This design comes from an exercise in tuning for small area and a short achievable clock period on the open sky130 flow, not from production work. Only simulation tests tie the RTL to the original design; equivalence was not proved. In every run shown here, the design's own scripts or RTL, not TritonCTS, make the clock network. The clock input has no modelled driver; a real chip could not lean on it and would need a root buffer or a full tree.

==> flow/design.v (outline; a module is shown in full before it is edited, if it fits) <==
// module chk_unit: 3105 lines
// module chk_a21o: 3 lines
// module chk_a222oi: 3 lines
// module chk_inv: 3 lines
// module chk_nand2: 3 lines
// module chk_nand3: 3 lines
// module chk_nor2: 3 lines
// module chk_oai21: 3 lines
// module chk_oai22: 3 lines
// module chk_xnor2: 3 lines
// module chk_xor2: 3 lines
module chk_unit (
    input  wire        clk,
    input  wire        rst,
    input  wire        in_valid,
    input  wire        in_first,
    input  wire        in_last,
    input  wire [2:0]  in_code,
    input  wire [63:0] in_data,
    input  wire [3:0]  in_nbytes,
    input  wire [2:0]  in_tail,
    output wire        out_valid,
    output wire [31:0] out_value
);
  // ...
==> flow/flow/run.sh <==
#!/bin/bash
# Standard synthesis and placement (port buffers of buf_1 cells), then
# flow/cts.tcl: a one-level clock tree, buf_2 output port buffers and
# dfxtp_2 for the flip-flops behind them; then the standard routing and finish.
set -euo pipefail
export BUFFER_PORTS_ARGS="-buffer_cell sky130_fd_sc_hd__buf_1"
bash standard.sh synth > synth.log 2>&1
bash standard.sh place > place.log 2>&1
RES=$PWD/orfs/results/sky130hd/chk_unit/base
RES=$RES CTS_NBUF=4 CTS_CELL=sky130_fd_sc_hd__clkbuf_16 OUT_BUF_CELL=sky130_fd_sc_hd__buf_2 OUT_FF_CELL=sky130_fd_sc_hd__dfxtp_2 openroad -no_init -exit flow/cts.tcl > cts.log 2>&1
cp $RES/4_1_cts.odb $RES/4_cts.odb
bash standard.sh > layout.log 2>&1
==> flow/flow/cts.tcl <==
# Clock tree: the clock port drives a few clkbuf_16, each driving one cluster
# of flip-flops (k-means on their placed positions); then legalize.
set res $::env(RES)
set plat $::env(FLOW_HOME)/platforms/sky130hd
read_lef $plat/lef/sky130_fd_sc_hd.tlef
read_lef $plat/lef/sky130_fd_sc_hd_merged.lef
read_liberty $plat/lib/sky130_fd_sc_hd__tt_025C_1v80.lib
read_db $res/3_place.odb
read_sdc $res/3_place.sdc
source $plat/setRC.tcl
set nclu $::env(CTS_NBUF)
set block [ord::get_db_block]
set db [ord::get_db]
set clk [$block findNet clk]
set sinks {}
foreach it [$clk getITerms] { lappend sinks $it }
set n [llength $sinks]
puts "clock sinks: $n, clusters: $nclu"
# positions
set xs {}; set ys {}
foreach it $sinks {
  set b [[$it getInst] getBBox]
  lappend xs [expr {([$b xMin]+[$b xMax])/2.0}]
  lappend ys [expr {([$b yMin]+[$b yMax])/2.0}]
}
# k-means, seeded along the x-sorted order
set order [lsort -real -indices $xs]
set cx {}; set cy {}
for {set k 0} {$k < $nclu} {incr k} {
  set i [lindex $order [expr {int(($k+0.5)*$n/$nclu)}]]
  lappend cx [lindex $xs $i]; lappend cy [lindex $ys $i]
}
set cap [expr {int(ceil(double($n)/$nclu))+2}]
for {set iter 0} {$iter < 50} {incr iter} {
  # balanced assignment: greedy by distance with a size cap
  set pairs {}
  for {set i 0} {$i < $n} {incr i} {
    for {set k 0} {$k < $nclu} {incr k} {
      set d [expr {abs([lindex $xs $i]-[lindex $cx $k]) + abs([lindex $ys $i]-[lindex $cy $k])}]
      lappend pairs [list $d $i $k]
    }
  }
  set pairs [lsort -real -index 0 $pairs]
  set asg [lrepeat $n -1]; set cnt [lrepeat $nclu 0]
  foreach p $pairs {
    lassign $p d i k
    if {[lindex $asg $i] >= 0} continue
    if {[lindex $cnt $k] >= $cap} continue
    lset asg $i $k; lset cnt $k [expr {[lindex $cnt $k]+1}]
  }
  set sx [lrepeat $nclu 0.0]; set sy [lrepeat $nclu 0.0]
  for {set i 0} {$i < $n} {incr i} {
    set k [lindex $asg $i]
    lset sx $k [expr {[lindex $sx $k]+[lindex $xs $i]}]
    lset sy $k [expr {[lindex $sy $k]+[lindex $ys $i]}]
  }
  for {set k 0} {$k < $nclu} {incr k} {
    if {[lindex $cnt $k] > 0} {
      lset cx $k [expr {[lindex $sx $k]/[lindex $cnt $k]}]
      lset cy $k [expr {[lindex $sy $k]/[lindex $cnt $k]}]
    }
  }
}
puts "cluster sizes: $cnt"
set master [$db findMaster $::env(CTS_CELL)]
set w [$master getWidth]; set h [$master getHeight]
for {set k 0} {$k < $nclu} {incr k} {
  set inst [odb::dbInst_create $block $master "cts_buf_$k"]
  $inst setLocation [expr {int([lindex $cx $k] - $w/2)}] [expr {int([lindex $cy $k] - $h/2)}]
  $inst setPlacementStatus PLACED
  set net [odb::dbNet_create $block "clknet_$k"]
  $net setSigType CLOCK
  [$inst findITerm A] connect $clk
  [$inst findITerm X] connect $net
  for {set i 0} {$i < $n} {incr i} {
    if {[lindex $asg $i] == $k} {
      set it [lindex $sinks $i]
      $it disconnect
      $it connect $net
    }
  }
}
# optional: other cells for the output port buffers and for the flip-flops
# that drive them
foreach port [get_ports out_*] {
  set net [$block findNet [get_full_name $port]]
  foreach it [$net getITerms] {
    if {![$it isOutputSignal]} continue
    set buf [$it getInst]
    if {[info exists ::env(OUT_BUF_CELL)] && $::env(OUT_BUF_CELL) ne ""} {
      replace_cell [$buf getName] $::env(OUT_BUF_CELL)
    }
    set in [[$buf findITerm A] getNet]
    foreach it2 [$in getITerms] {
      if {![$it2 isOutputSignal]} continue
      set drv [$it2 getInst]
      if {[info exists ::env(OUT_FF_CELL)] && $::env(OUT_FF_CELL) ne ""
          && [string match "sky130_fd_sc_hd__dfxtp_*" [[$drv getMaster] getName]]} {
        replace_cell [$drv getName] $::env(OUT_FF_CELL)
      }
    }
  }
}
detailed_placement
check_placement -verbose
set_propagated_clock [all_clocks]
estimate_parasitics -placement
report_clock_skew
report_checks -path_delay max -digits 3
write_db $res/4_1_cts.odb
write_sdc $res/4_cts.sdc
==> flow/standard.sh <==
#!/bin/bash
# synth_recipe.tcl (not shown) runs the flow's synth.tcl, then flattens the netlist and writes it again
# the make line also repeats each setting of config.mk as NAME=value (left out here)
make -C /OpenROAD-flow-scripts/flow DESIGN_CONFIG=/design/flow/config.mk WORK_HOME=/design/flow/orfs CLKGATE_MAP_FILE= SYNTH_SCRIPT=/design/flow/synth_recipe.tcl "${@:-finish}"
==> flow/config.mk <==
export PLATFORM = sky130hd
export DESIGN_NAME = chk_unit
export DESIGN_NICKNAME = chk_unit
export VERILOG_FILES = /design/flow/design.v
export SDC_FILE = /design/flow/constraint.sdc
export NUM_CORES = 8
export LEC_CHECK = 0
export CAP_MARGIN = 0
export CORE_MARGIN = 2
export CORE_UTILIZATION = 65
export GPL_TIMING_DRIVEN = 0
export SLEW_MARGIN = 0
export SYNTH_HIERARCHICAL = 1
==> flow/constraint.sdc <==
create_clock -name core_clock -period 40.0 [get_ports {clk}]
set_input_delay 8.0000 -clock core_clock [delete_from_list [all_inputs] [get_ports {clk}]]
set_output_delay 8.0000 -clock core_clock [all_outputs]
set_load 0.01 [all_outputs]
==> flow_metrics.py, run 1 <==
metrics = {
    "global_route": {
        "grt.busiest_layer": "met2",
        "grt_usage": 0.516,
    },
    "cells_and_area": {
        "final_nets": 1920,
        "layout_commonest_cell": "xor2_1",
        "multi_input_area_um2": 11200,
        "final_cells": 2112,
        "fillers": 1721,
        "diodes": 0,
        "largest_reg_flops": 64,
        "area_growth_pct": 9.06,
    },
    "routing": {
        "top_layer": "met5",
        "drtIter0Drc": 3063,
        "met3_length_mm": 9.81,
    },
    "placement": {
        "dp_slack_ps": 30310,
        "dpl.hpwl_mm": 46.3,
    },
    "critical_path": {
        "crit_fanout": 67,
        "r2r_slack_ps": 29850,
        "reg2reg_from": "p_r[3]",
        "critPathLaunch": "p_r[3]",
        "worst-path-stages": 24,
        "slowest_stage": "o22ai_1",
        "cp-end-kind": "flip-flop",
    },
    "sta": {
        "maxSlewHeadroom": -0.0853,
        "fin_tns_setup_ps": 0,
        "skew_ps": 28.0,
        "layout_setup_ws_ps": 29850,
        "hold_violations": 0,
        "slew_viol_final": 37,
        "setup_viol": 0,
    },
    "synth": {
        "synth_edf_count": 5,
        "synth_cells": 1705,
        "yosys_most_used_dff": "dfxtp_1",
        "synth_top_family_by_area": "XOR/XNOR gates",
    },
    "run": {
        "cap_violations": 6,
    },
    "run_status": {
        "violatedChecks": "max-capacitance violations, max-slew violations",
        "run_status": "finished with violations",
    },
    "floorplan": {
        "num_rows": 53,
    },
    "min_path": {
        "worst_hold_startpoint": "last_r",
        "hold_end": "ov_q",
    },
}
==> inputs of run 2 (changes only) <==
==> flow/config.mk (replaced) <==
export PLATFORM = sky130hd
export DESIGN_NAME = chk_unit
export DESIGN_NICKNAME = chk_unit
export VERILOG_FILES = /design/flow/design.v
export SDC_FILE = /design/flow/constraint.sdc
export NUM_CORES = 8
export LEC_CHECK = 0
export CAP_MARGIN = 20
export CORE_MARGIN = 2
export CORE_UTILIZATION = 40
export GPL_TIMING_DRIVEN = 0
export SLEW_MARGIN = 20
export SYNTH_HIERARCHICAL = 1
==> run 2 against run 1 <==
Now clean on timing, DRC and antenna. Design area up 4.0%. Routed wire length up 16%. Hold slack worse by 2.5 ps. Die area rose by 61%. Sequential share of layout area is 0.58 points lower. Area after synthesis stayed put. Via count is 4.1% lower. Worst setup slack better by 740 ps. Critical path depth grew 2.
==> flow_metrics.py, run 2 <==
metrics = {
    "cells_and_area": {
        "top_regs": "d_r: 64 flops, s_q: 32 flops, p_r: 6 flops",
        "drive_gt1_frac": 0.0870,
        "final_cell_mix": "xor2_1 (682), o22ai_1 (378), nand2_1 (90)",
        "final_cells": 2305,
        "layout_commonest_cell": "xor2_1",
        "multi_input_area_um2": 11400,
        "top_register": "d_r",
        "final_cell_area_um2": 15700,
        "fillers": 3604,
        "area_growth_pct": 13.4,
        "post-route-util": 0.458,
        "largest_reg_flops": 64,
        "final-seq-area_um2": 2510,
        "final_nets": 1933,
        "diodes": 0,
    },
    "global_route": {
        "grt_pass1_vias": 13530,
        "grt_max_degree": 68,
        "grt_pass1_wl_mm": 96.6,
        "antenna_found_initial": 0,
        "grt_usage": 0.374,
        "grt_overflow": 0,
    },
    "placement": {
        "postPlaceCellArea_um2": 15500,
        "port_buffers": 110,
        "place_inst": 2300,
        "place_congestion": 1.11,
        "dpl.hpwl_mm": 57.7,
    },
    "routing": {
        "wire_per_inst_um": 30.3,
        "drc": 0,
        "viasPerCell": 6.27,
        "wl_met2_mm": 29.4,
        "drt_wl_total_mm": 69.8,
        "first_pass_iters": 12,
        "drtIter0Drc": 2200,
        "met1_length_mm": 30.4,
        "met3_length_mm": 6.78,
        "top_layer": "met4",
        "vias": 14460,
        "ant_nets": 0,
    },
    "critical_path": {
        "r2r_cells": 26,
        "cp-start-kind": "flip-flop",
        "max_stage_delay_ps": 900,
        "cp.arrival_ps": 9480,
        "r2r_end": "s_q[6]",
        "critical_path_required_ps": 40070,
        "crit_type": "flip-flop to flip-flop",
        "crit_top_cell": "xor2_1",
        "path_delay_family": "XOR/XNOR gates",
        "cp.buffers_inverters": 5,
        "r2r_slack_ps": 30590,
        "slowest_stage": "xor2_1",
        "crit_fanout": 50,
        "cp-end-kind": "flip-flop",
        "reg2reg_from": "p_r[3]",
    },
    "synth": {
        "syn_area_um2": 13900,
        "syn_area_per_cell_um2": 8.14,
        "yosysSeqAreaShare": 0.177,
        "synth-adder-area-share": 0.00180,
        "yosysWarnings": 7,
        "muxShareOfSynthArea": 0,
        "ys_ff_latch": 120,
        "synth_area_leader_cell": "xor2_1",
        "synth_cells": 1705,
        "synth_top_cell_area_share": 0.437,
        "synthXorXnorAreaFrac": 0.489,
        "ys_top_cells_by_count": "xor2_1 (693), o22ai_1 (393), dfxtp_1 (115)",
        "async_reset_ff_frac": 0,
        "synth_most_common_cell": "xor2_1",
        "synth_top_family_by_area": "XOR/XNOR gates",
        "yosys_most_used_dff": "dfxtp_1",
        "synth_compound_area_frac": 0.257,
        "synth_edf_count": 5,
        "yosys.area_share.simple": 0.0555,
        "synth_area_leaders": "xor2_1 (44%), o22ai_1 (18%), dfxtp_1 (17%), xnor2_1 (5.2%), a222oi_1 (3.5%)",
        "synth_cell_types": 29,
    },
    "sta": {
        "hold_ws_ps": 503,
        "maxSlewHeadroom": 0.186,
        "rsz0062_at_grt": "false",
        "hold_violations": 0,
        "skew_ps": 28.1,
        "slew_viol_final": 0,
        "setup_viol": 0,
        "min_period_over_period": 0.235,
        "max_freq_mhz": 106,
        "tightest_slew_ps": 1220,
        "fin_tns_setup_ps": 0,
        "period_minus_slack_ps": 9410,
    },
    "min_path": {
        "hold_end": "ov_q",
        "whs_path_depth": 1,
        "hp-class": "flip-flop to flip-flop",
        "worst_hold_startpoint": "last_r",
    },
    "floorplan": {
        "dieHeight_um": 190,
        "dieArea_um2": 36200,
        "io_pins": 112,
        "die_width_um": 190,
        "start_util": 0.404,
        "num_rows": 68,
        "core-area_um2": 34400,
    },
    "run": {
        "cap_violations": 0,
    },
    "clocking": {
        "clk_latency_ps": 180,
        "clkTransAtPathRegs_ps": 120,
    },
    "run_status": {
        "run_status": "no timing/DRC/antenna violations",
    },
}
## run 2: layout make-up
cell class / count / share of cell area
Buffer: 5 / 0.00707
Sequential cell: 120 / 0.160
Multi-Input combinational cell: 1521 / 0.726
Timing Repair Buffer: 135 / 0.0542
Tap cell: 455 / 0.0362
Inverter: 69 / 0.0166
## run 2: per-module statistics from Yosys (local to each module, per instance), excerpt
module / area, um2 / times used
chk_xor2: 8.76 / 691
chk_unit: 2910 / 1
chk_oai21: 5.00 / 70
chk_a21o: 7.51 / 32
chk_xnor2: 8.76 / 81
chk_oai22: 6.26 / 393
## run 2: through the flow
stage	worst slack, ps
after floorplan	31420
final	30590
after global routing	30390
after detailed placement	31040
after global placement	27800
## run 2: worst max-delay path by stage
| stage | start | cells past startpoint | slack (ps) | to |
|---|---|---|---|---|
| 2_1_floorplan | in_valid | 3 | 31420 | pg_r[1] |
| 3_3_place_gp | p_r[3] | 24 | 27800 | s_q[4] |
| 3_5_place_dp | in_last | 3 | 31040 | last_r |
| 5_1_grt | p_r[4] | 24 | 30390 | s_q[2] |
| 6_report | p_r[3] | 26 | 30590 | s_q[6] |
## run 2: cells by family after synthesis
logic type | count (synthesis)
xor+xnor | 775
compound gates | 551
simple gates | 186
flops | 120
buf+inv | 70
fa+ha+maj | 2
other cells | 1
## run 2: per-layer routing
metal,vias to the layer above,track usage
li1,6505,-
met1,6933,0.525
met2,879,0.574
met3,143,0.0600
met4,0,0.134
met5,-,0
==> inputs of run 3 (changes only) <==
--- a/flow/config.mk
+++ b/flow/config.mk
@@ -6,8 +6,8 @@
 export NUM_CORES = 8
 export LEC_CHECK = 0
 export CAP_MARGIN = 20
-export CORE_MARGIN = 2
-export CORE_UTILIZATION = 40
+export CORE_MARGIN = 4
+export CORE_UTILIZATION = 60
 export GPL_TIMING_DRIVEN = 0
 export SLEW_MARGIN = 20
 export SYNTH_HIERARCHICAL = 1
==> run 3 against run 2 <==
Fmax is 0.83% higher. Via count is 3.2% higher. Worst setup slack better by 77 ps. Routed wire length is 12% lower. Area after synthesis stayed put.
==> flow_metrics.py, run 3 <==
metrics = {
    "global_route": {
        "grt_overflow": 0,
        "grt_pass1_wl_mm": 86.9,
        "antenna_found_initial": 1,
        "grt_pass1_vias": 13855,
        "grt_max_degree": 70,
        "grt_usage": 0.447,
    },
    "sta": {
        "min_period_over_period": 0.233,
        "skew_ps": 14.3,
        "slew_viol_final": 0,
        "hold_ws_ps": 508,
        "rsz0062_at_grt": "false",
        "fin_tns_setup_ps": 0,
        "tightest_slew_ps": 1250,
        "hold_violations": 0,
        "maxSlewHeadroom": 0.168,
        "layout_setup_ws_ps": 30670,
        "setup_viol": 0,
        "period_minus_slack_ps": 9330,
        "max_freq_mhz": 107,
    },
    "floorplan": {
        "dieArea_um2": 25600,
        "start_util": 0.611,
        "io_pins": 112,
        "die_width_um": 160,
        "core-area_um2": 22700,
        "num_rows": 55,
        "dieHeight_um": 160,
    },
    "cells_and_area": {
        "drive_gt1_frac": 0.0744,
        "final_cell_area_um2": 15300,
        "largest_reg_flops": 64,
        "top_regs": "d_r: 64 flops, s_q: 32 flops, p_r: 6 flops",
        "top_register": "d_r",
        "final_cell_mix": "xor2_1 (687), o22ai_1 (383), nand2_1 (90)",
        "final_nets": 1925,
        "area_growth_pct": 10.5,
        "final_cells": 2128,
        "layout_commonest_cell": "xor2_1",
    },
    "critical_path": {
        "cp-start-kind": "flip-flop",
        "crit_top_cell": "xor2_1",
        "crit_fanout": 50,
        "max_stage_delay_ps": 910,
        "cp-end-kind": "flip-flop",
        "cp.arrival_ps": 9380,
        "crit_type": "flip-flop to flip-flop",
        "slowest_stage": "o22ai_1",
        "critical_path_required_ps": 40040,
    },
    "routing": {
        "first_pass_iters": 11,
        "drc": 0,
        "wire_per_inst_um": 28.7,
        "vias": 14924,
        "ant_nets": 0,
        "drtIter0Drc": 2869,
        "viasPerCell": 7.01,
        "drt_wl_total_mm": 61.1,
    },
    "placement": {
        "dpl.hpwl_mm": 48.4,
        "place_inst": 2123,
        "port_buffers": 110,
        "place_congestion": 1.24,
        "postPlaceCellArea_um2": 15100,
        "dp_slack_ps": 31110,
    },
    "synth": {
        "synth_edf_count": 5,
        "synth_area_leaders": "xor2_1 (44%), o22ai_1 (18%), dfxtp_1 (17%), xnor2_1 (5.2%), a222oi_1 (3.5%)",
        "async_reset_ff_frac": 0,
        "syn_area_per_cell_um2": 8.14,
        "yosysWarnings": 7,
        "syn_area_um2": 13900,
        "synth_area_leader_cell": "xor2_1",
        "synth_top_cell_area_share": 0.437,
        "yosysSeqAreaShare": 0.177,
        "synth_cell_types": 29,
        "synth_cells": 1705,
        "synth_most_common_cell": "xor2_1",
        "ys_ff_latch": 120,
        "yosys_most_used_dff": "dfxtp_1",
        "ys_top_cells_by_count": "xor2_1 (693), o22ai_1 (393), dfxtp_1 (115)",
    },
    "clocking": {
        "clk_latency_ps": 170,
        "clkTransAtPathRegs_ps": 110,
    },
    "run": {
        "cap_violations": 0,
    },
    "run_status": {
        "run_status": "no timing/DRC/antenna violations",
    },
    "min_path": {
        "hp-class": "flip-flop to flip-flop",
    },
}
## run 3: cell counts after synthesis
Identical to the previous run, type by type.
## run 3: logic make-up (layout without fill, tap and decap cells)
family                   count (synthesis)  after routing  share of synthesized area
XOR/XNOR                               775            775                      0.489
AO/OA/AOI/OAI                          551            551                      0.257
AND/OR/NAND/NOR                        186            186                     0.0555
flip-flops                             120            120                      0.177
buffers and inverters                   70            201                     0.0195
adder cells (fa/ha/maj)                  2              2                    0.00180
other                                    1              8                   0.000270
## run 3: cell type report
type | instances | area [um2]
diodes | 1 | 2.50
well taps | 285 | 357
fillers | 1974 | 7370
plain buffers | 5 | 111
multi-input cells | 1521 | 11300
flip-flops and latches | 120 | 2510
repair buffers | 127 | 751
inverters | 69 | 259
## run 3: per-layer routing
metal	track usage	part of all wire	up-vias
met4	0.334	0.099	2
li1	-	-	6516
met2	0.642	0.39	1338
met5	0	0.00049	-
met1	0.550	0.35	6706
met3	0.155	0.15	362
## run 3: critical path: cells and delay by family (launching register included)
kind	cells	cell delay [ps]
xor gates and xnor gates	9	3750
and+or+nand+nor	4	830
buffers and inverters	3	1000
DFF	1	520
AOI/OAI and AO/OA	9	3090
## run 3: per-stage QoR
step,utilization
after detailed placement,0.666
after global placement,0.646
after floorplan,-
final,0.675
after global routing,0.675
## run 3: modules after synthesis, one instance, submodules excluded
module	flip-flops and latches	area, um2	cells inside	times used
chk_a21o	0	7.51	1	32
chk_a222oi	0	10.0	1	48
chk_inv	0	3.75	1	32
chk_nand2	0	3.75	1	81
chk_nand3	0	5.00	1	13
chk_nor2	0	3.75	1	52
chk_oai21	0	5.00	1	70
chk_oai22	0	6.26	1	393
chk_unit	120	2910	212	1
chk_xnor2	0	8.76	1	81
chk_xor2	0	8.76	1	691
## run 3: final timing paths
| kind | to | cells after the start | start | slack (ps) |
|---|---|---|---|---|
| max reg2reg | s_q[2] | 25 | p_r[4] | 30670 |
| min reg2reg | ov_q | 1 | last_r | 510 |
| min | ov_q | 1 | last_r | 510 |
| max | s_q[2] | 25 | p_r[4] | 30670 |

## separate check: timing with driven ports
In the flow no input, the clock included, has a driving cell. The finished layouts below were timed again as built, in two steps. Step 1 sets driving cells, clkbuf_16 on the clock port and buf_2 on the other inputs (assumed; they add their load-dependent delay and slew). Step 2 adds t to the input delays and takes it off the output delays; t is the mean of the earliest and latest rising clock arrival at the registers after step 1. Input paths then give back, and output paths get back, about the clock's delay inside the block. Slacks: ideal / step 1 / step 2; pairs: ideal / step 1.
run | shift t [ns] | setup WS [ns] | worst setup path at the end
run 1 | 0.294 | 29.851 / 29.851 / 29.851 | register to register
run 2 | 0.265 | 30.590 / 30.589 / 30.589 | register to register
run 3 | 0.297 | 30.667 / 30.667 / 30.667 | register to register
The setup slack of run 2, which loses most, moves by -0.001 ns with the drivers and by -0.001 ns with both steps.
